From an optimization exercise on the open Yosys and OpenROAD flow, aimed at small area, a short achievable clock period and few clock cycles per item; shortcuts taken in it are not production practice. Function was checked by simulation only, so behaviour that the tests miss may differ from the original.

==> flow/design.v (outline; a module is shown in full before it is edited, if it fits) <==
// module le_rail_update: 9854 lines
module le_rail_update (
    input  wire               clk,
    input  wire               rst,         
    input  wire               in_valid,
    output wire               in_ready,
    input  wire [1:0]         in_rail,
    input  wire               in_first,    
    input  wire [23:0]        in_vref,     
    input  wire [21:0]        in_vsum,     
    input  wire [5:0]         in_vcnt,     
    input  wire [31:0]        in_b0,       
    input  wire [31:0]        in_b1,
    input  wire [31:0]        in_b2,
    input  wire [31:0]        in_a1,
    input  wire [31:0]        in_a2,
    input  wire [15:0]        in_irmax,    
    output reg                out_valid,
    output reg  [1:0]         out_rail,
    output reg  signed [24:0] out_e,       
    output reg  signed [24:0] out_y,       
    output reg                out_sat      
);
  // ...
==> flow/run.sh <==
#!/bin/bash
# synth_recipe.tcl (not shown) runs the flow's synth.tcl, then flattens the netlist and writes it again
# the make line also repeats each setting of config.mk as NAME=value (left out here)
make -C /OpenROAD-flow-scripts/flow DESIGN_CONFIG=/design/flow/config.mk WORK_HOME=/design/flow/orfs CLKGATE_MAP_FILE= SYNTH_SCRIPT=/design/flow/synth_recipe.tcl finish
==> flow/config.mk <==
export PLATFORM = sky130hd
export DESIGN_NAME = le_rail_update
export DESIGN_NICKNAME = le_rail_update
export VERILOG_FILES = /design/flow/design.v
export SDC_FILE = /design/flow/constraint.sdc
export NUM_CORES = 4
export LEC_CHECK = 0
export ABC_CLOCK_PERIOD_IN_PS = 6500
export CAP_MARGIN = 20
export CORE_MARGIN = 2
export CORE_UTILIZATION = 55
export SETUP_SLACK_MARGIN = 5
export SLEW_MARGIN = 20
==> flow/constraint.sdc <==
create_clock -name core_clock -period 13.0 [get_ports {clk}]
set_input_delay 2.6000 -clock core_clock [delete_from_list [all_inputs] [get_ports {clk}]]
set_output_delay 2.6000 -clock core_clock [all_outputs]
set_load 0.01 [all_outputs]
==> impl_metrics.toml, run 1 <==
[run_status]
status = "complete, no violations"

[clock_tree]
clock-sinks = 1193
root_buffer = "clkbuf_16"
cts_buffer_depth = 4
cts_tree = "done"

[floorplan]
num_tap_cells = 3570
chipHeight_um = 525
initial_core_util = 0.552
coreArea_mm2 = 0.270

[setup_path]
startpoint_type = "flop"
rr_endpoint = "s3_p0[16]"
path_delay_family = "adder cells"
startpoint = "s3_rail[0]"
worst_ep_required_time_ns = 13.76

[layout]
postLayoutCellArea_mm2 = 0.163
drive_gt1_frac = 0.0971
buffers = 832

[timing]
hold_ws_ns = 0.306
period_needed_ns = 8.13

[yosys]
yosysTopAreaCellShare = 0.338
yosysMostFrequentCell = "fa_1"
ys_seq_area_frac = 0.187
syn_nets = 17500

[global_route]
grt_pass1_wl_um = 945000
antenna_found_initial = 46

[placed_design]
pre_cts_ws_ns = 3.43
dpl_cell_area_mm2 = 0.155

[drt]
met1_length_um = 247000

[worst_hold_path]
holdPathEnd = "s2_b1[12]"
Testbench counts, summed over its fixed seeds: cycles 2,432, items 2,400.
==> run 2, diff against run 1 <==
--- a/flow/design.v
+++ b/flow/design.v
@@ -1675,18 +1675,371 @@
     ta_2222 = ta_1889 ^ ta_2060; ta_2220 = ta_2222 ^ ta_2058; ta_2221 = ta_1889 & ta_2060 | ta_2222 & ta_2058;
     ta_2225 = ta_1900 ^ ta_2061; ta_2223 = ta_2225 ^ ta_2063; ta_2224 = ta_1900 & ta_2061 | ta_2225 & ta_2063;
     ta_2228 = ta_1906 ^ ta_2064; ta_2226 = ta_2228 ^ ta_2066; ta_2227 = ta_1906 & ta_2064 | ta_2228 & ta_2066;
     ta_2231 = ta_1912 ^ ta_2067; ta_2229 = ta_2231 ^ ta_2069; ta_2230 = ta_1912 & ta_2067 | ta_2231 & ta_2069;
     ta_2234 = ta_1918 ^ ta_2070; ta_2232 = ta_2234 ^ ta_2072; ta_2233 = ta_1918 & ta_2070 | ta_2234 & ta_2072;
     s1_r0 = {ta_2232, ta_2229, ta_2226, ta_2223, ta_2220, ta_2217, ta_2214, ta_2211, ta_2208, ta_2205, ta_2202, ta_2199, ta_2196, ta_2193, ta_2190, ta_2187, ta_2184, ta_2181, ta_2178, ta_2175, ta_2172, ta_2169, ta_2166, ta_2163, ta_2160, ta_2157, ta_2154, ta_2151, ta_2148, ta_2145, ta_2142, ta_2139, ta_2136, ta_2133, ta_2130, ta_2127, ta_2124, ta_2121, ta_2118, ta_2115, ta_2112, ta_2109, ta_2106, ta_2103, ta_2100, ta_2097, ta_2094, ta_2091, ta_2088, ta_2085, ta_2082, ta_2079, ta_2077, ta_38, 1'b1, 1'b1, ~s1_ndlt[6], 1'b1, 1'b1, 1'b1, 1'b1, 1'b1, 1'b1};
     s1_r1 = {ta_2230, ta_2227, ta_2224, ta_2221, ta_2218, ta_2215, ta_2212, ta_2209, ta_2206, ta_2203, ta_2200, ta_2197, ta_2194, ta_2191, ta_2188, ta_2185, ta_2182, ta_2179, ta_2176, ta_2173, ta_2170, ta_2167, ta_2164, ta_2161, ta_2158, ta_2155, ta_2152, ta_2149, ta_2146, ta_2143, ta_2140, ta_2137, ta_2134, ta_2131, ta_2128, ta_2125, ta_2122, ta_2119, ta_2116, ta_2113, ta_2110, ta_2107, ta_2104, ta_2101, ta_2098, ta_2095, ta_2092, ta_2089, ta_2086, ta_2083, ta_2080, ta_2078, ta_2076, ta_2075, 1'b0, 1'b0, 1'b0, s1_ndlt[5], s1_ndlt[4], s1_ndlt[3], s1_ndlt[2], s1_ndlt[1], s1_ndlt[0]};
 end
-    wire [62:0] s1_sum = s1_r0 + s1_r1;
-    wire signed [24:0] s1_e = s1_sum[62:38];
+reg [24:0] s1_e;
+reg fa1_0, fa1_1, fa1_2, fa1_3, fa1_4, fa1_5, fa1_6, fa1_7, fa1_8, fa1_9, fa1_10, fa1_11, fa1_12, fa1_13, fa1_14, fa1_15;
+reg fa1_16, fa1_17, fa1_18, fa1_19, fa1_20, fa1_21, fa1_22, fa1_23, fa1_24, fa1_25, fa1_26, fa1_27, fa1_28, fa1_29, fa1_30, fa1_31;
+reg fa1_32, fa1_33, fa1_34, fa1_35, fa1_36, fa1_37, fa1_38, fa1_39, fa1_40, fa1_41, fa1_42, fa1_43, fa1_44, fa1_45, fa1_46, fa1_47;
+reg fa1_48, fa1_49, fa1_50, fa1_51, fa1_52, fa1_53, fa1_54, fa1_55, fa1_56, fa1_57, fa1_58, fa1_59, fa1_60, fa1_61, fa1_62, fa1_63;
+reg fa1_64, fa1_65, fa1_66, fa1_67, fa1_68, fa1_69, fa1_70, fa1_71, fa1_72, fa1_73, fa1_74, fa1_75, fa1_76, fa1_77, fa1_78, fa1_79;
+reg fa1_80, fa1_81, fa1_82, fa1_83, fa1_84, fa1_85, fa1_86, fa1_87, fa1_88, fa1_89, fa1_90, fa1_91, fa1_92, fa1_93, fa1_94, fa1_95;
+reg fa1_96, fa1_97, fa1_98, fa1_99, fa1_100, fa1_101, fa1_102, fa1_103, fa1_104, fa1_105, fa1_106, fa1_107, fa1_108, fa1_109, fa1_110, fa1_111;
+reg fa1_112, fa1_113, fa1_114, fa1_115, fa1_116, fa1_117, fa1_118, fa1_119, fa1_120, fa1_121, fa1_122, fa1_123, fa1_124, fa1_125, fa1_126, fa1_127;
+reg fa1_128, fa1_129, fa1_130, fa1_131, fa1_132, fa1_133, fa1_134, fa1_135, fa1_136, fa1_137, fa1_138, fa1_139, fa1_140, fa1_141, fa1_142, fa1_143;
+reg fa1_144, fa1_145, fa1_146, fa1_147, fa1_148, fa1_149, fa1_150, fa1_151, fa1_152, fa1_153, fa1_154, fa1_155, fa1_156, fa1_157, fa1_158, fa1_159;
+reg fa1_160, fa1_161, fa1_162, fa1_163, fa1_164, fa1_165, fa1_166, fa1_167, fa1_168, fa1_169, fa1_170, fa1_171, fa1_172, fa1_173, fa1_174, fa1_175;
+reg fa1_176, fa1_177, fa1_178, fa1_179, fa1_180, fa1_181, fa1_182, fa1_183, fa1_184, fa1_185, fa1_186, fa1_187, fa1_188, fa1_189, fa1_190, fa1_191;
+reg fa1_192, fa1_193, fa1_194, fa1_195, fa1_196, fa1_197, fa1_198, fa1_199, fa1_200, fa1_201, fa1_202, fa1_203, fa1_204, fa1_205, fa1_206, fa1_207;
+reg fa1_208, fa1_209, fa1_210, fa1_211, fa1_212, fa1_213, fa1_214, fa1_215, fa1_216, fa1_217, fa1_218, fa1_219, fa1_220, fa1_221, fa1_222, fa1_223;
+reg fa1_224, fa1_225, fa1_226, fa1_227, fa1_228, fa1_229, fa1_230, fa1_231, fa1_232, fa1_233, fa1_234, fa1_235, fa1_236, fa1_237, fa1_238, fa1_239;
+reg fa1_240, fa1_241, fa1_242, fa1_243, fa1_244, fa1_245, fa1_246, fa1_247, fa1_248, fa1_249, fa1_250, fa1_251, fa1_252, fa1_253, fa1_254, fa1_255;
+reg fa1_256, fa1_257, fa1_258, fa1_259, fa1_260, fa1_261, fa1_262, fa1_263, fa1_264, fa1_265, fa1_266, fa1_267, fa1_268, fa1_269, fa1_270, fa1_271;
+reg fa1_272, fa1_273, fa1_274, fa1_275, fa1_276, fa1_277, fa1_278, fa1_279, fa1_280, fa1_281, fa1_282, fa1_283, fa1_284, fa1_285, fa1_286, fa1_287;
+reg fa1_288, fa1_289, fa1_290, fa1_291, fa1_292, fa1_293, fa1_294, fa1_295, fa1_296, fa1_297, fa1_298, fa1_299, fa1_300, fa1_301, fa1_302, fa1_303;
+reg fa1_304, fa1_305, fa1_306, fa1_307, fa1_308, fa1_309, fa1_310, fa1_311, fa1_312, fa1_313, fa1_314, fa1_315, fa1_316, fa1_317, fa1_318, fa1_319;
+reg fa1_320, fa1_321, fa1_322, fa1_323, fa1_324, fa1_325, fa1_326, fa1_327, fa1_328, fa1_329;
+always @(*) begin
+    fa1_0 = s1_r0[0] & s1_r1[0];
+    fa1_1 = s1_r0[1] & s1_r1[1];
+    fa1_2 = s1_r0[2] & s1_r1[2];
+    fa1_3 = s1_r0[3] & s1_r1[3];
+    fa1_4 = s1_r0[4] & s1_r1[4];
+    fa1_5 = s1_r0[5] & s1_r1[5];
+    fa1_6 = s1_r0[6] & s1_r1[6];
+    fa1_7 = s1_r0[7] & s1_r1[7];
+    fa1_8 = s1_r0[8] & s1_r1[8];
+    fa1_9 = s1_r0[9] & s1_r1[9];
+    fa1_10 = s1_r0[10] & s1_r1[10];
+    fa1_11 = s1_r0[11] & s1_r1[11];
+    fa1_12 = s1_r0[12] & s1_r1[12];
+    fa1_13 = s1_r0[13] & s1_r1[13];
+    fa1_14 = s1_r0[14] & s1_r1[14];
+    fa1_15 = s1_r0[15] & s1_r1[15];
+    fa1_16 = s1_r0[16] & s1_r1[16];
+    fa1_17 = s1_r0[17] & s1_r1[17];
+    fa1_18 = s1_r0[18] & s1_r1[18];
+    fa1_19 = s1_r0[19] & s1_r1[19];
+    fa1_20 = s1_r0[20] & s1_r1[20];
+    fa1_21 = s1_r0[21] & s1_r1[21];
+    fa1_22 = s1_r0[22] & s1_r1[22];
+    fa1_23 = s1_r0[23] & s1_r1[23];
+    fa1_24 = s1_r0[24] & s1_r1[24];
+    fa1_25 = s1_r0[25] & s1_r1[25];
+    fa1_26 = s1_r0[26] & s1_r1[26];
+    fa1_27 = s1_r0[27] & s1_r1[27];
+    fa1_28 = s1_r0[28] & s1_r1[28];
+    fa1_29 = s1_r0[29] & s1_r1[29];
+    fa1_30 = s1_r0[30] & s1_r1[30];
+    fa1_31 = s1_r0[31] & s1_r1[31];
+    fa1_32 = s1_r0[32] & s1_r1[32];
+    fa1_33 = s1_r0[33] & s1_r1[33];
+    fa1_34 = s1_r0[34] & s1_r1[34];
+    fa1_35 = s1_r0[35] & s1_r1[35];
+    fa1_36 = s1_r0[36] & s1_r1[36];
+    fa1_37 = s1_r0[37] & s1_r1[37];
+    fa1_38 = s1_r0[38] & s1_r1[38];
+    fa1_39 = s1_r0[39] & s1_r1[39];
+    fa1_40 = s1_r0[40] & s1_r1[40];
+    fa1_41 = s1_r0[41] & s1_r1[41];
+    fa1_42 = s1_r0[42] & s1_r1[42];
+    fa1_43 = s1_r0[43] & s1_r1[43];
+    fa1_44 = s1_r0[44] & s1_r1[44];
+    fa1_45 = s1_r0[45] & s1_r1[45];
+    fa1_46 = s1_r0[46] & s1_r1[46];
+    fa1_47 = s1_r0[47] & s1_r1[47];
+    fa1_48 = s1_r0[48] & s1_r1[48];
+    fa1_49 = s1_r0[49] & s1_r1[49];
+    fa1_50 = s1_r0[50] & s1_r1[50];
+    fa1_51 = s1_r0[51] & s1_r1[51];
+    fa1_52 = s1_r0[52] & s1_r1[52];
+    fa1_53 = s1_r0[53] & s1_r1[53];
+    fa1_54 = s1_r0[54] & s1_r1[54];
+    fa1_55 = s1_r0[55] & s1_r1[55];
+    fa1_56 = s1_r0[56] & s1_r1[56];
+    fa1_57 = s1_r0[57] & s1_r1[57];
+    fa1_58 = s1_r0[58] & s1_r1[58];
+    fa1_59 = s1_r0[59] & s1_r1[59];
+    fa1_60 = s1_r0[60] & s1_r1[60];
+    fa1_61 = s1_r0[61] & s1_r1[61];
+    fa1_62 = s1_r0[62] & s1_r1[62];
+    fa1_63 = s1_r0[0] ^ s1_r1[0];
+    fa1_64 = s1_r0[1] ^ s1_r1[1];
+    fa1_65 = s1_r0[2] ^ s1_r1[2];
+    fa1_66 = s1_r0[3] ^ s1_r1[3];
+    fa1_67 = s1_r0[4] ^ s1_r1[4];
+    fa1_68 = s1_r0[5] ^ s1_r1[5];
+    fa1_69 = s1_r0[6] ^ s1_r1[6];
+    fa1_70 = s1_r0[7] ^ s1_r1[7];
+    fa1_71 = s1_r0[8] ^ s1_r1[8];
+    fa1_72 = s1_r0[9] ^ s1_r1[9];
+    fa1_73 = s1_r0[10] ^ s1_r1[10];
+    fa1_74 = s1_r0[11] ^ s1_r1[11];
+    fa1_75 = s1_r0[12] ^ s1_r1[12];
+    fa1_76 = s1_r0[13] ^ s1_r1[13];
+    fa1_77 = s1_r0[14] ^ s1_r1[14];
+    fa1_78 = s1_r0[15] ^ s1_r1[15];
+    fa1_79 = s1_r0[16] ^ s1_r1[16];
+    fa1_80 = s1_r0[17] ^ s1_r1[17];
+    fa1_81 = s1_r0[18] ^ s1_r1[18];
+    fa1_82 = s1_r0[19] ^ s1_r1[19];
+    fa1_83 = s1_r0[20] ^ s1_r1[20];
+    fa1_84 = s1_r0[21] ^ s1_r1[21];
+    fa1_85 = s1_r0[22] ^ s1_r1[22];
+    fa1_86 = s1_r0[23] ^ s1_r1[23];
+    fa1_87 = s1_r0[24] ^ s1_r1[24];
+    fa1_88 = s1_r0[25] ^ s1_r1[25];
+    fa1_89 = s1_r0[26] ^ s1_r1[26];
+    fa1_90 = s1_r0[27] ^ s1_r1[27];
+    fa1_91 = s1_r0[28] ^ s1_r1[28];
+    fa1_92 = s1_r0[29] ^ s1_r1[29];
+    fa1_93 = s1_r0[30] ^ s1_r1[30];
+    fa1_94 = s1_r0[31] ^ s1_r1[31];
+    fa1_95 = s1_r0[32] ^ s1_r1[32];
+    fa1_96 = s1_r0[33] ^ s1_r1[33];
+    fa1_97 = s1_r0[34] ^ s1_r1[34];
+    fa1_98 = s1_r0[35] ^ s1_r1[35];
+    fa1_99 = s1_r0[36] ^ s1_r1[36];
+    fa1_100 = s1_r0[37] ^ s1_r1[37];
+    fa1_101 = s1_r0[38] ^ s1_r1[38];
+    fa1_102 = s1_r0[39] ^ s1_r1[39];
+    fa1_103 = s1_r0[40] ^ s1_r1[40];
+    fa1_104 = s1_r0[41] ^ s1_r1[41];
+    fa1_105 = s1_r0[42] ^ s1_r1[42];
+    fa1_106 = s1_r0[43] ^ s1_r1[43];
+    fa1_107 = s1_r0[44] ^ s1_r1[44];
+    fa1_108 = s1_r0[45] ^ s1_r1[45];
+    fa1_109 = s1_r0[46] ^ s1_r1[46];
+    fa1_110 = s1_r0[47] ^ s1_r1[47];
+    fa1_111 = s1_r0[48] ^ s1_r1[48];
+    fa1_112 = s1_r0[49] ^ s1_r1[49];
+    fa1_113 = s1_r0[50] ^ s1_r1[50];
+    fa1_114 = s1_r0[51] ^ s1_r1[51];
+    fa1_115 = s1_r0[52] ^ s1_r1[52];
+    fa1_116 = s1_r0[53] ^ s1_r1[53];
+    fa1_117 = s1_r0[54] ^ s1_r1[54];
+    fa1_118 = s1_r0[55] ^ s1_r1[55];
+    fa1_119 = s1_r0[56] ^ s1_r1[56];
+    fa1_120 = s1_r0[57] ^ s1_r1[57];
+    fa1_121 = s1_r0[58] ^ s1_r1[58];
+    fa1_122 = s1_r0[59] ^ s1_r1[59];
+    fa1_123 = s1_r0[60] ^ s1_r1[60];
+    fa1_124 = s1_r0[61] ^ s1_r1[61];
+    fa1_125 = s1_r0[62] ^ s1_r1[62];
+    fa1_126 = fa1_1 | fa1_64 & fa1_0;
+    fa1_127 = fa1_64 & fa1_63;
+    fa1_128 = fa1_3 | fa1_66 & fa1_2;
+    fa1_129 = fa1_66 & fa1_65;
+    fa1_130 = fa1_5 | fa1_68 & fa1_4;
+    fa1_131 = fa1_68 & fa1_67;
+    fa1_132 = fa1_7 | fa1_70 & fa1_6;
+    fa1_133 = fa1_70 & fa1_69;
+    fa1_134 = fa1_9 | fa1_72 & fa1_8;
+    fa1_135 = fa1_72 & fa1_71;
+    fa1_136 = fa1_11 | fa1_74 & fa1_10;
+    fa1_137 = fa1_74 & fa1_73;
+    fa1_138 = fa1_13 | fa1_76 & fa1_12;
+    fa1_139 = fa1_76 & fa1_75;
+    fa1_140 = fa1_15 | fa1_78 & fa1_14;
+    fa1_141 = fa1_78 & fa1_77;
+    fa1_142 = fa1_17 | fa1_80 & fa1_16;
+    fa1_143 = fa1_80 & fa1_79;
+    fa1_144 = fa1_19 | fa1_82 & fa1_18;
+    fa1_145 = fa1_82 & fa1_81;
+    fa1_146 = fa1_21 | fa1_84 & fa1_20;
+    fa1_147 = fa1_84 & fa1_83;
+    fa1_148 = fa1_23 | fa1_86 & fa1_22;
+    fa1_149 = fa1_86 & fa1_85;
+    fa1_150 = fa1_25 | fa1_88 & fa1_24;
+    fa1_151 = fa1_88 & fa1_87;
+    fa1_152 = fa1_27 | fa1_90 & fa1_26;
+    fa1_153 = fa1_90 & fa1_89;
+    fa1_154 = fa1_29 | fa1_92 & fa1_28;
+    fa1_155 = fa1_92 & fa1_91;
+    fa1_156 = fa1_31 | fa1_94 & fa1_30;
+    fa1_157 = fa1_94 & fa1_93;
+    fa1_158 = fa1_33 | fa1_96 & fa1_32;
+    fa1_159 = fa1_96 & fa1_95;
+    fa1_160 = fa1_35 | fa1_98 & fa1_34;
+    fa1_161 = fa1_98 & fa1_97;
+    fa1_162 = fa1_37 | fa1_100 & fa1_36;
+    fa1_163 = fa1_100 & fa1_99;
+    fa1_164 = fa1_128 | fa1_129 & fa1_126;
+    fa1_165 = fa1_129 & fa1_127;
+    fa1_166 = fa1_132 | fa1_133 & fa1_130;
+    fa1_167 = fa1_133 & fa1_131;
+    fa1_168 = fa1_136 | fa1_137 & fa1_134;
+    fa1_169 = fa1_137 & fa1_135;
+    fa1_170 = fa1_140 | fa1_141 & fa1_138;
+    fa1_171 = fa1_141 & fa1_139;
+    fa1_172 = fa1_144 | fa1_145 & fa1_142;
+    fa1_173 = fa1_145 & fa1_143;
+    fa1_174 = fa1_148 | fa1_149 & fa1_146;
+    fa1_175 = fa1_149 & fa1_147;
+    fa1_176 = fa1_152 | fa1_153 & fa1_150;
+    fa1_177 = fa1_153 & fa1_151;
+    fa1_178 = fa1_156 | fa1_157 & fa1_154;
+    fa1_179 = fa1_157 & fa1_155;
+    fa1_180 = fa1_160 | fa1_161 & fa1_158;
+    fa1_181 = fa1_161 & fa1_159;
+    fa1_182 = fa1_166 | fa1_167 & fa1_164;
+    fa1_183 = fa1_167 & fa1_165;
+    fa1_184 = fa1_170 | fa1_171 & fa1_168;
+    fa1_185 = fa1_171 & fa1_169;
+    fa1_186 = fa1_174 | fa1_175 & fa1_172;
+    fa1_187 = fa1_175 & fa1_173;
+    fa1_188 = fa1_178 | fa1_179 & fa1_176;
+    fa1_189 = fa1_179 & fa1_177;
+    fa1_190 = fa1_162 | fa1_163 & fa1_180;
+    fa1_191 = fa1_163 & fa1_181;
+    fa1_192 = fa1_184 | fa1_185 & fa1_182;
+    fa1_193 = fa1_185 & fa1_183;
+    fa1_194 = fa1_188 | fa1_189 & fa1_186;
+    fa1_195 = fa1_189 & fa1_187;
+    fa1_196 = fa1_194 | fa1_195 & fa1_192;
+    fa1_197 = fa1_195 & fa1_193;
+    fa1_198 = fa1_190 | fa1_191 & fa1_196;
+    fa1_199 = fa1_191 & fa1_197;
+    fa1_200 = fa1_38 | fa1_101 & fa1_198;
+    fa1_201 = fa1_39 | fa1_102 & fa1_200;
+    fa1_202 = fa1_102 & 1'b0;
+    fa1_203 = fa1_41 | fa1_104 & fa1_40;
+    fa1_204 = fa1_104 & fa1_103;
+    fa1_205 = fa1_43 | fa1_106 & fa1_42;
+    fa1_206 = fa1_106 & fa1_105;
+    fa1_207 = fa1_45 | fa1_108 & fa1_44;
+    fa1_208 = fa1_108 & fa1_107;
+    fa1_209 = fa1_47 | fa1_110 & fa1_46;
+    fa1_210 = fa1_110 & fa1_109;
+    fa1_211 = fa1_49 | fa1_112 & fa1_48;
+    fa1_212 = fa1_112 & fa1_111;
+    fa1_213 = fa1_51 | fa1_114 & fa1_50;
+    fa1_214 = fa1_114 & fa1_113;
+    fa1_215 = fa1_53 | fa1_116 & fa1_52;
+    fa1_216 = fa1_116 & fa1_115;
+    fa1_217 = fa1_55 | fa1_118 & fa1_54;
+    fa1_218 = fa1_118 & fa1_117;
+    fa1_219 = fa1_57 | fa1_120 & fa1_56;
+    fa1_220 = fa1_120 & fa1_119;
+    fa1_221 = fa1_59 | fa1_122 & fa1_58;
+    fa1_222 = fa1_122 & fa1_121;
+    fa1_223 = fa1_61 | fa1_124 & fa1_60;
+    fa1_224 = fa1_124 & fa1_123;
+    fa1_225 = fa1_40 | fa1_103 & fa1_201;
+    fa1_226 = fa1_103 & fa1_202;
+    fa1_227 = fa1_203 | fa1_204 & fa1_201;
+    fa1_228 = fa1_204 & fa1_202;
+    fa1_229 = fa1_44 | fa1_107 & fa1_205;
+    fa1_230 = fa1_107 & fa1_206;
+    fa1_231 = fa1_207 | fa1_208 & fa1_205;
+    fa1_232 = fa1_208 & fa1_206;
+    fa1_233 = fa1_48 | fa1_111 & fa1_209;
+    fa1_234 = fa1_111 & fa1_210;
+    fa1_235 = fa1_211 | fa1_212 & fa1_209;
+    fa1_236 = fa1_212 & fa1_210;
+    fa1_237 = fa1_52 | fa1_115 & fa1_213;
+    fa1_238 = fa1_115 & fa1_214;
+    fa1_239 = fa1_215 | fa1_216 & fa1_213;
+    fa1_240 = fa1_216 & fa1_214;
+    fa1_241 = fa1_56 | fa1_119 & fa1_217;
+    fa1_242 = fa1_119 & fa1_218;
+    fa1_243 = fa1_219 | fa1_220 & fa1_217;
+    fa1_244 = fa1_220 & fa1_218;
+    fa1_245 = fa1_60 | fa1_123 & fa1_221;
+    fa1_246 = fa1_123 & fa1_222;
+    fa1_247 = fa1_223 | fa1_224 & fa1_221;
+    fa1_248 = fa1_224 & fa1_222;
+    fa1_249 = fa1_42 | fa1_105 & fa1_227;
+    fa1_250 = fa1_105 & fa1_228;
+    fa1_251 = fa1_205 | fa1_206 & fa1_227;
+    fa1_252 = fa1_206 & fa1_228;
+    fa1_253 = fa1_229 | fa1_230 & fa1_227;
+    fa1_254 = fa1_230 & fa1_228;
+    fa1_255 = fa1_231 | fa1_232 & fa1_227;
+    fa1_256 = fa1_232 & fa1_228;
+    fa1_257 = fa1_50 | fa1_113 & fa1_235;
+    fa1_258 = fa1_113 & fa1_236;
+    fa1_259 = fa1_213 | fa1_214 & fa1_235;
+    fa1_260 = fa1_214 & fa1_236;
+    fa1_261 = fa1_237 | fa1_238 & fa1_235;
+    fa1_262 = fa1_238 & fa1_236;
+    fa1_263 = fa1_239 | fa1_240 & fa1_235;
+    fa1_264 = fa1_240 & fa1_236;
+    fa1_265 = fa1_58 | fa1_121 & fa1_243;
+    fa1_266 = fa1_121 & fa1_244;
+    fa1_267 = fa1_221 | fa1_222 & fa1_243;
+    fa1_268 = fa1_222 & fa1_244;
+    fa1_269 = fa1_245 | fa1_246 & fa1_243;
+    fa1_270 = fa1_246 & fa1_244;
+    fa1_271 = fa1_247 | fa1_248 & fa1_243;
+    fa1_272 = fa1_248 & fa1_244;
+    fa1_273 = fa1_46 | fa1_109 & fa1_255;
+    fa1_274 = fa1_109 & fa1_256;
+    fa1_275 = fa1_209 | fa1_210 & fa1_255;
+    fa1_276 = fa1_210 & fa1_256;
+    fa1_277 = fa1_233 | fa1_234 & fa1_255;
+    fa1_278 = fa1_234 & fa1_256;
+    fa1_279 = fa1_235 | fa1_236 & fa1_255;
+    fa1_280 = fa1_236 & fa1_256;
+    fa1_281 = fa1_257 | fa1_258 & fa1_255;
+    fa1_282 = fa1_258 & fa1_256;
+    fa1_283 = fa1_259 | fa1_260 & fa1_255;
+    fa1_284 = fa1_260 & fa1_256;
+    fa1_285 = fa1_261 | fa1_262 & fa1_255;
+    fa1_286 = fa1_262 & fa1_256;
+    fa1_287 = fa1_263 | fa1_264 & fa1_255;
+    fa1_288 = fa1_264 & fa1_256;
+    fa1_289 = fa1_54 | fa1_117 & fa1_287;
+    fa1_290 = fa1_117 & fa1_288;
+    fa1_291 = fa1_217 | fa1_218 & fa1_287;
+    fa1_292 = fa1_218 & fa1_288;
+    fa1_293 = fa1_241 | fa1_242 & fa1_287;
+    fa1_294 = fa1_242 & fa1_288;
+    fa1_295 = fa1_243 | fa1_244 & fa1_287;
+    fa1_296 = fa1_244 & fa1_288;
+    fa1_297 = fa1_265 | fa1_266 & fa1_287;
+    fa1_298 = fa1_266 & fa1_288;
+    fa1_299 = fa1_267 | fa1_268 & fa1_287;
+    fa1_300 = fa1_268 & fa1_288;
+    fa1_301 = fa1_269 | fa1_270 & fa1_287;
+    fa1_302 = fa1_270 & fa1_288;
+    fa1_303 = fa1_271 | fa1_272 & fa1_287;
+    fa1_304 = fa1_272 & fa1_288;
+    fa1_305 = fa1_101 ^ fa1_198;
+    fa1_306 = fa1_102 ^ fa1_200;
+    fa1_307 = fa1_103 ^ fa1_201;
+    fa1_308 = fa1_104 ^ fa1_225;
+    fa1_309 = fa1_105 ^ fa1_227;
+    fa1_310 = fa1_106 ^ fa1_249;
+    fa1_311 = fa1_107 ^ fa1_251;
+    fa1_312 = fa1_108 ^ fa1_253;
+    fa1_313 = fa1_109 ^ fa1_255;
+    fa1_314 = fa1_110 ^ fa1_273;
+    fa1_315 = fa1_111 ^ fa1_275;
+    fa1_316 = fa1_112 ^ fa1_277;
+    fa1_317 = fa1_113 ^ fa1_279;
+    fa1_318 = fa1_114 ^ fa1_281;
+    fa1_319 = fa1_115 ^ fa1_283;
+    fa1_320 = fa1_116 ^ fa1_285;
+    fa1_321 = fa1_117 ^ fa1_287;
+    fa1_322 = fa1_118 ^ fa1_289;
+    fa1_323 = fa1_119 ^ fa1_291;
+    fa1_324 = fa1_120 ^ fa1_293;
+    fa1_325 = fa1_121 ^ fa1_295;
+    fa1_326 = fa1_122 ^ fa1_297;
+    fa1_327 = fa1_123 ^ fa1_299;
+    fa1_328 = fa1_124 ^ fa1_301;
+    fa1_329 = fa1_125 ^ fa1_303;
+    s1_e = {fa1_329, fa1_328, fa1_327, fa1_326, fa1_325, fa1_324, fa1_323, fa1_322, fa1_321, fa1_320, fa1_319, fa1_318, fa1_317, fa1_316, fa1_315, fa1_314, fa1_313, fa1_312, fa1_311, fa1_310, fa1_309, fa1_308, fa1_307, fa1_306, fa1_305};
+end
     reg        v2;
     reg [1:0]  s2_rail;
     reg        s2_first;
     reg signed [24:0] s2_e;
     reg [31:0] s2_b0, s2_b1, s2_b2, s2_a1, s2_a2;
     reg [15:0] s2_irmax;
     always @(posedge clk) begin
         if (rst) v2 <= 1'b0;
==> flow/flow/run.sh (new file) <==
#!/bin/bash
# The standard layout (the standard.sh, ORFS from synthesis to finish) with one change:
# synthesis runs the reference script, but Yosys's synth runs with -noabc, so the
#  quick ABC pass inside it does not restructure the adder trees before ORFS's
#  full-adder extraction (registers, names and the later ABC mapping are unchanged);
set -euo pipefail
sed '1s/-nofsm -noshare /-nofsm -noshare -noabc /' synth_recipe.tcl > synth_noabc.tcl
grep -q -- '-noabc' synth_noabc.tcl
bash standard.sh SYNTH_SCRIPT="$PWD/synth_noabc.tcl" finish > orfs_make.log 2>&1
==> flow/standard.sh (new file) <==
#!/bin/bash
# synth_recipe.tcl (not shown) runs the flow's synth.tcl, then flattens the netlist and writes it again
# the make line also repeats each setting of config.mk as NAME=value (left out here)
make -C /OpenROAD-flow-scripts/flow DESIGN_CONFIG=/design/flow/config.mk WORK_HOME=/design/flow/orfs CLKGATE_MAP_FILE= SYNTH_SCRIPT=/design/flow/synth_recipe.tcl "${@:-finish}"
==> flow/config.mk (replaced) <==
export PLATFORM = sky130hd
export DESIGN_NAME = le_rail_update
export DESIGN_NICKNAME = le_rail_update
export VERILOG_FILES = /design/flow/design.v
export SDC_FILE = /design/flow/constraint.sdc
export NUM_CORES = 4
export LEC_CHECK = 0
export ABC_CLOCK_PERIOD_IN_PS = 6500
export CAP_MARGIN = 20
export CORE_MARGIN = 2
export CORE_UTILIZATION = 45
export SETUP_SLACK_MARGIN = 5
export SLEW_MARGIN = 20
removed: flow/run.sh
==> impl_metrics.toml, run 2 <==
[run_status]
status = "complete, no violations"

[clock_tree]
root_buffer = "clkbuf_16"
cts_tree = "done"
cts_buffer_depth = 4
cts_hold_buf = 0
cts.htree.levels = 4
clk_pin_slew_ns = 0.06
cts_made_buffers = 144
clock-sinks = 1193
insertion_delay_ns = 0.91

[setup_path]
worst_ep_required_time_ns = 13.73
critical_path_class = "flop to flop"
end_kind = "flop"
worst-path-max-fanout = 38
reg2reg_slack_ns = 5.04
critPathArrivalTime_ns = 8.69
startpoint_type = "flop"

[yosys]
synth_edf_count = 400
synth.avg_cell_area_um2 = 11.0
yosys-top-cells-count = "fa_1 (2,527), xnor2_1 (1,922), o22ai_1 (1,698), dfxtp_1 (793), clkbuf_1 (777)"
syn_nets = 16200
syn_area_mm2 = 0.143
yosysMostFrequentCell = "fa_1"
async_flop_share = 0
synthTopCellsByArea = "fa_1 (35%), xnor2_1 (12%), dfxtp_1 (11%)"
yosys_warnings = 1
synth-seq-cells = 1193
ys_seq_area_frac = 0.196
syn_inst = 12900
synth_ff_type = "dfxtp_1"
yosysTopAreaCellShare = 0.355
synth_top_area_cell = "fa_1"
synthDistinctLibCells = 90

[placed_design]
dpl.hpwl_um = 475000
routabilityCongestion = 1.05
placedCellCount = 16600
io_buffers = 287

[global_route]
grt_max_degree = 110
grt_pass1_vias = 118000
grt-ovfl-total = 0
grt_pass1_wl_um = 882000
track_usage = 0.383
antenna_found_initial = 33

[drt]
routed_wl_um = 625000
drtIter0Drc = 14400
drt.antenna.violating_nets = 0
num_vias = 113000
wl_per_cell_um = 36.8
vias_per_cell = 6.64
drc = 0
dr.pass1.iters = 9

[layout]
final_cell_mix = "fa_1 (2,502), xnor2_1 (1,897), o22ai_1 (1,679)"
drive_gt1_frac = 0.101
nets = 15900
instances_no_fill = 17000
fillers = 28400
final_common_cell = "fa_1"
area_growth_pct = 10.5

[floorplan]
core.rowCount = 206
ios = 289
initial_core_util = 0.452
coreArea_mm2 = 0.315
chipHeight_um = 567
fp.dieW_um = 567
fp.dieArea_mm2 = 0.321

[job]
drv_cap = 0

[timing]
fin_setup_tns_ns = 0
period_needed_ns = 7.96
slew_headroom = 0.145
skew_ns = 0.0787
period_share = 0.612
hold_violations = 0
clock.fmax_ghz = 0.126
drv_slew = 0
setup_viol_count_final = 0
worst_pin_slew_ns = 1.28
rsz0062_at_grt = "yes"

[worst_hold_path]
min_path_type = "flop to flop"

[power]
run 2: cell count changes after synthesis, moves of 361 or more:
cell / delta
a22oi_1: -1391
inv_1: -618
nand2_1: -361
o22ai_1: +1477
xor2_1: -1070
xnor2_1: +1330
run 2: repair_timing:
action	4_1_cts	5_1_grt
resized for setup	246	219
pin swaps	39	42
setup endpoints to repair	267	173
hold endpoints to repair	0	0
buffers inserted	82	44
cloned	11	9
run 2: kinds of logic after synthesis:
logic type,share of synthesized area
compound gates,0.147
xor+xnor,0.149
fa+ha+maj,0.397
buf+inv,0.0553
flops,0.196
mux,0.0212
other cells,0.0000263
simple gates,0.0356
run 2: stage by stage:
stage / hold WS [ns] / utilization / area (um^2) / setup slack (ns)
detailed placement: 0.312 / 0.474 / 149000 / 3.01
finish: 0.264 / 0.500 / 158000 / 5.04
global route: 0.285 / 0.500 / 158000 / 4.94
CTS: 0.268 / 0.495 / 156000 / 5.00
floorplan: 0.310 / - / 143000 / 5.01
global placement: 0.310 / 0.474 / 149000 / 3.08
run 2: worst max-delay path, cell delays in order (launching register included):
cell	delay, ns
dfxtp_4	0.39
xnor2_4	0.18
and3_4	0.26
nor2_4	0.28
clkbuf_16	0.33
a22oi_1	0.27
nor2_1	0.60
ha_4	0.43
buf_4	0.57
xor2_1	0.19
and2_1	0.20
fa_1	0.46
fa_1	0.68
fa_1	0.48
fa_1	0.46
fa_1	0.42
fa_1	0.48
fa_1	0.56
fa_1	0.42
run 2: area by class of cell:
| type | count | area (um^2) | area share |
|---|---|---|---|
| clock buffers | 186 | 3990 | 0.0253 |
| diodes | 17 | 42.5 | 0.000270 |
| multi-input cells | 9818 | 109000 | 0.690 |
| well taps | 4160 | 5200 | 0.0330 |
| inverters | 682 | 2590 | 0.0164 |
| repair buffers | 846 | 8340 | 0.0529 |
| clock inverters | 68 | 744 | 0.00472 |
| flip-flops and latches | 1193 | 28000 | 0.178 |
run 2: path summary, 6_finish.rpt:
path | end | depth (start not counted) | from
setup / recovery | s3_p0[36] | 18 | s2_rail[1]
hold / removal | s2_a2[7] | 0 | s1_a2[7]
setup reg to reg | s3_p0[36] | 18 | s2_rail[1]
hold reg to reg | s2_a2[7] | 0 | s1_a2[7]
run 2: per-layer routing:
metal | vias to the layer above | share of wire | track usage
met2 | 8443 | 0.43 | 0.568
met3 | 2373 | 0.12 | 0.124
met1 | 57600 | 0.36 | 0.463
met5 | - | 0.00039 | 0
li1 | 44300 | - | -
met4 | 30 | 0.096 | 0.293
Testbench counts of run 2, summed over its fixed seeds: cycles 2,432, items 2,400.
==> run 3, diff against run 2 <==
==> flow/run.sh (new file) <==
#!/bin/bash
# synth_recipe.tcl (not shown) runs the flow's synth.tcl, then flattens the netlist and writes it again
# the make line also repeats each setting of config.mk as NAME=value (left out here)
make -C /OpenROAD-flow-scripts/flow DESIGN_CONFIG=/design/flow/config.mk WORK_HOME=/design/flow/orfs CLKGATE_MAP_FILE= SYNTH_SCRIPT=/design/flow/synth_recipe.tcl finish
--- a/flow/config.mk
+++ b/flow/config.mk
@@ -8,6 +8,7 @@
 export ABC_CLOCK_PERIOD_IN_PS = 6500
 export CAP_MARGIN = 20
 export CORE_MARGIN = 2
-export CORE_UTILIZATION = 45
+export CORE_UTILIZATION = 55
+export CTS_CLUSTER_SIZE = 30
 export SETUP_SLACK_MARGIN = 5
 export SLEW_MARGIN = 20
removed: flow/flow/run.sh
removed: flow/standard.sh
==> impl_metrics.toml, run 3 <==
[timing]
skew_ns = 0.0754
hold_violations = 0
slew_headroom = 0.122
drv_slew = 0
clock.fmax_ghz = 0.122
worst_pin_slew_ns = 1.32
fin_ws_ns = 4.80
period_share = 0.631
fin_setup_tns_ns = 0
setup_viol_count_final = 0
rsz0062_at_grt = "yes"
period_needed_ns = 8.20

[layout]
drive_gt1_frac = 0.115
instances_no_fill = 17600
final_common_cell = "fa_1"
nets = 17100
fin_util = 0.614
postLayoutCellArea_mm2 = 0.165
final_cell_mix = "fa_1 (2,468), xor2_1 (1,496), a22oi_1 (1,379)"
area_growth_pct = 10.7
fillers = 21700

[worst_hold_path]
holdPathEnd = "s3_irmax[6]"
hold_depth = 0
min_path_type = "flop to flop"
min-delay-start = "s2_irmax[6]"

[clock_tree]
clk_pin_slew_ns = 0.06
clock-sinks = 1193
cts_made_buffers = 141
cts_buffer_depth = 4
cts_tree = "done"
cts.htree.levels = 4
insertion_delay_ns = 0.91
root_buffer = "clkbuf_16"
cts_hold_buf = 0

[global_route]
grt-ovfl-total = 0
grt_pass1_vias = 125000
grt_max_degree = 102
antenna_found_initial = 50
grt_pass1_wl_um = 929000
track_usage = 0.478

[setup_path]
worst_ep_required_time_ns = 13.76
rr_endpoint = "s2_e[23]"
crit_path_max_incr_delay_ns = 0.58
reg2reg_slack_ns = 4.80
critical_path_class = "flop to flop"
reg2reg_from = "s1_vsum[1]"
startpoint_type = "flop"
end_kind = "flop"
cp_slowest_cell = "fa_1"
r2r.worst_path.cells = 35
worst-path-max-fanout = 7
critPathArrivalTime_ns = 8.96
startpoint = "s1_vsum[1]"

[drt]
dr.pass1.iters = 14
vias_per_cell = 7.13
routed_wl_um = 666000
wl_per_cell_um = 37.9
drc = 0
drt.antenna.violating_nets = 0
num_vias = 125000
drtIter0Drc = 20700

[yosys]
synthDistinctLibCells = 91
synth_top_area_cell = "fa_1"
yosysTopAreaCellShare = 0.340
synth_ff_type = "dfxtp_1"
synth-seq-cells = 1193
syn_area_mm2 = 0.149
synth_edf_count = 400
synth.avg_cell_area_um2 = 10.4
yosys_warnings = 1
yosysMostFrequentCell = "fa_1"
syn_inst = 14300
async_flop_share = 0
ys_seq_area_frac = 0.187
yosys-top-cells-count = "fa_1 (2,526), xor2_1 (1,532), a22oi_1 (1,402), inv_1 (1,296), clkbuf_1 (1,112)"
synthTopCellsByArea = "fa_1 (34%), dfxtp_1 (11%), xor2_1 (9.0%)"
syn_nets = 17500

[floorplan]
fp.dieArea_mm2 = 0.275
initial_core_util = 0.554
coreArea_mm2 = 0.268
core.rowCount = 190
chipHeight_um = 524
fp.dieW_um = 524
ios = 289

[placed_design]
dpl.hpwl_um = 503000
pre_cts_ws_ns = 2.57
routabilityCongestion = 1.12
placedCellCount = 17100
dpl_cell_area_mm2 = 0.154
io_buffers = 287

[run_status]
status = "complete, no violations"

[job]
drv_cap = 0
[run 3: per-stage QoR]
step,hold WS (ns)
4_1_cts,0.306
3_5_place_dp,0.312
6_report,0.307
2_1_floorplan,0.310
5_1_grt,0.317
3_3_place_gp,0.310
[run 3: logic make-up after synthesis]
family          after synthesis  share of synthesized area
buf+inv                    2789                     0.0714
xor+xnor                   2089                      0.123
other cells                   1                  0.0000252
flops                      1193                      0.187
compound gates             3423                      0.170
simple gates               1586                     0.0470
mux                         225                     0.0239
fa+ha+maj                  2969                      0.377
[run 3: area by class of cell]
class,count,area (um^2),share of cell area
flip-flops and latches,1193,28100,0.170
well taps,3552,4440,0.0270
inverters,1327,5220,0.0317
clock buffers,184,4060,0.0247
multi-input cells,10300,113000,0.684
clock inverters,69,727,0.00441
repair buffers,928,9360,0.0568
repair inverters,9,60.1,0.000365
diodes,25,62.6,0.000380
[run 3: how the worst max path moves through the flow]
stage / end / slack, ns / cells after the start
after floorplan: s3_p0[34] / 5.00 / 25
after global placement: s2_e[24] / 2.47 / 34
after detailed placement: s2_e[24] / 2.57 / 34
after CTS: s2_e[24] / 4.76 / 36
final: s2_e[23] / 4.80 / 35
after global routing: s2_e[24] / 4.56 / 36
[run 3: what timing repair did]
| action | 4_1_cts | 5_1_grt |
|---|---|---|
| setup endpoints to repair | 268 | 217 |
| endpoints found under the hold margin | 0 | 0 |
| gates resized for setup | 467 | 266 |
| pin swaps | 84 | 42 |
| cloned | 25 | 7 |
| buffers inserted | 172 | 44 |
[run 3: critical path, delay by kind of cell, from the launching register on]
| family | cells | cell delay [ns] |
|---|---|---|
| compound gates | 12 | 2.67 |
| xor+xnor | 2 | 0.33 |
| fa+ha+maj | 9 | 3.32 |
| buf+inv | 7 | 0.86 |
| flops | 1 | 0.35 |
| simple gates | 5 | 0.56 |
[run 3: per-layer routing]
metal	track usage	wire, um	vias up
li1	-	-	48000
met1	0.614	242000	63000
met2	0.627	255000	11500
met3	0.274	120000	2688
met4	0.232	44600	88
met5	0.112	4550	-

port drivers added, routing unchanged:
In the flow no input, the clock included, has a driving cell. The finished layouts below were timed again as built, in two steps. Step 1: set_driving_cell puts a clkbuf_16 on clk and a buf_2 on each other input, an assumption about the parent block. Step 2 also shifts input and output timing later by t, the mid clock arrival at the registers, as if the neighbouring blocks saw the same clock. Slacks: ideal / step 1 / step 2; pairs: ideal / step 1.
| run | t (ns) | setup slack, ns | hold slack, ns | clock arrival spread, ns |
|---|---|---|---|---|
| run 1 | 0.988 | 4.869 / 4.869 / 4.869 | 0.306 / 0.306 / 0.306 | 0.066 / 0.066 |
| run 2 | 0.985 | 5.040 / 5.040 / 5.040 | 0.264 / 0.264 / 0.264 | 0.091 / 0.091 |
| run 3 | 0.989 | 4.795 / 4.795 / 4.795 | 0.307 / 0.307 / 0.307 | 0.075 / 0.076 |
After both steps setup and hold are still met in every run listed.
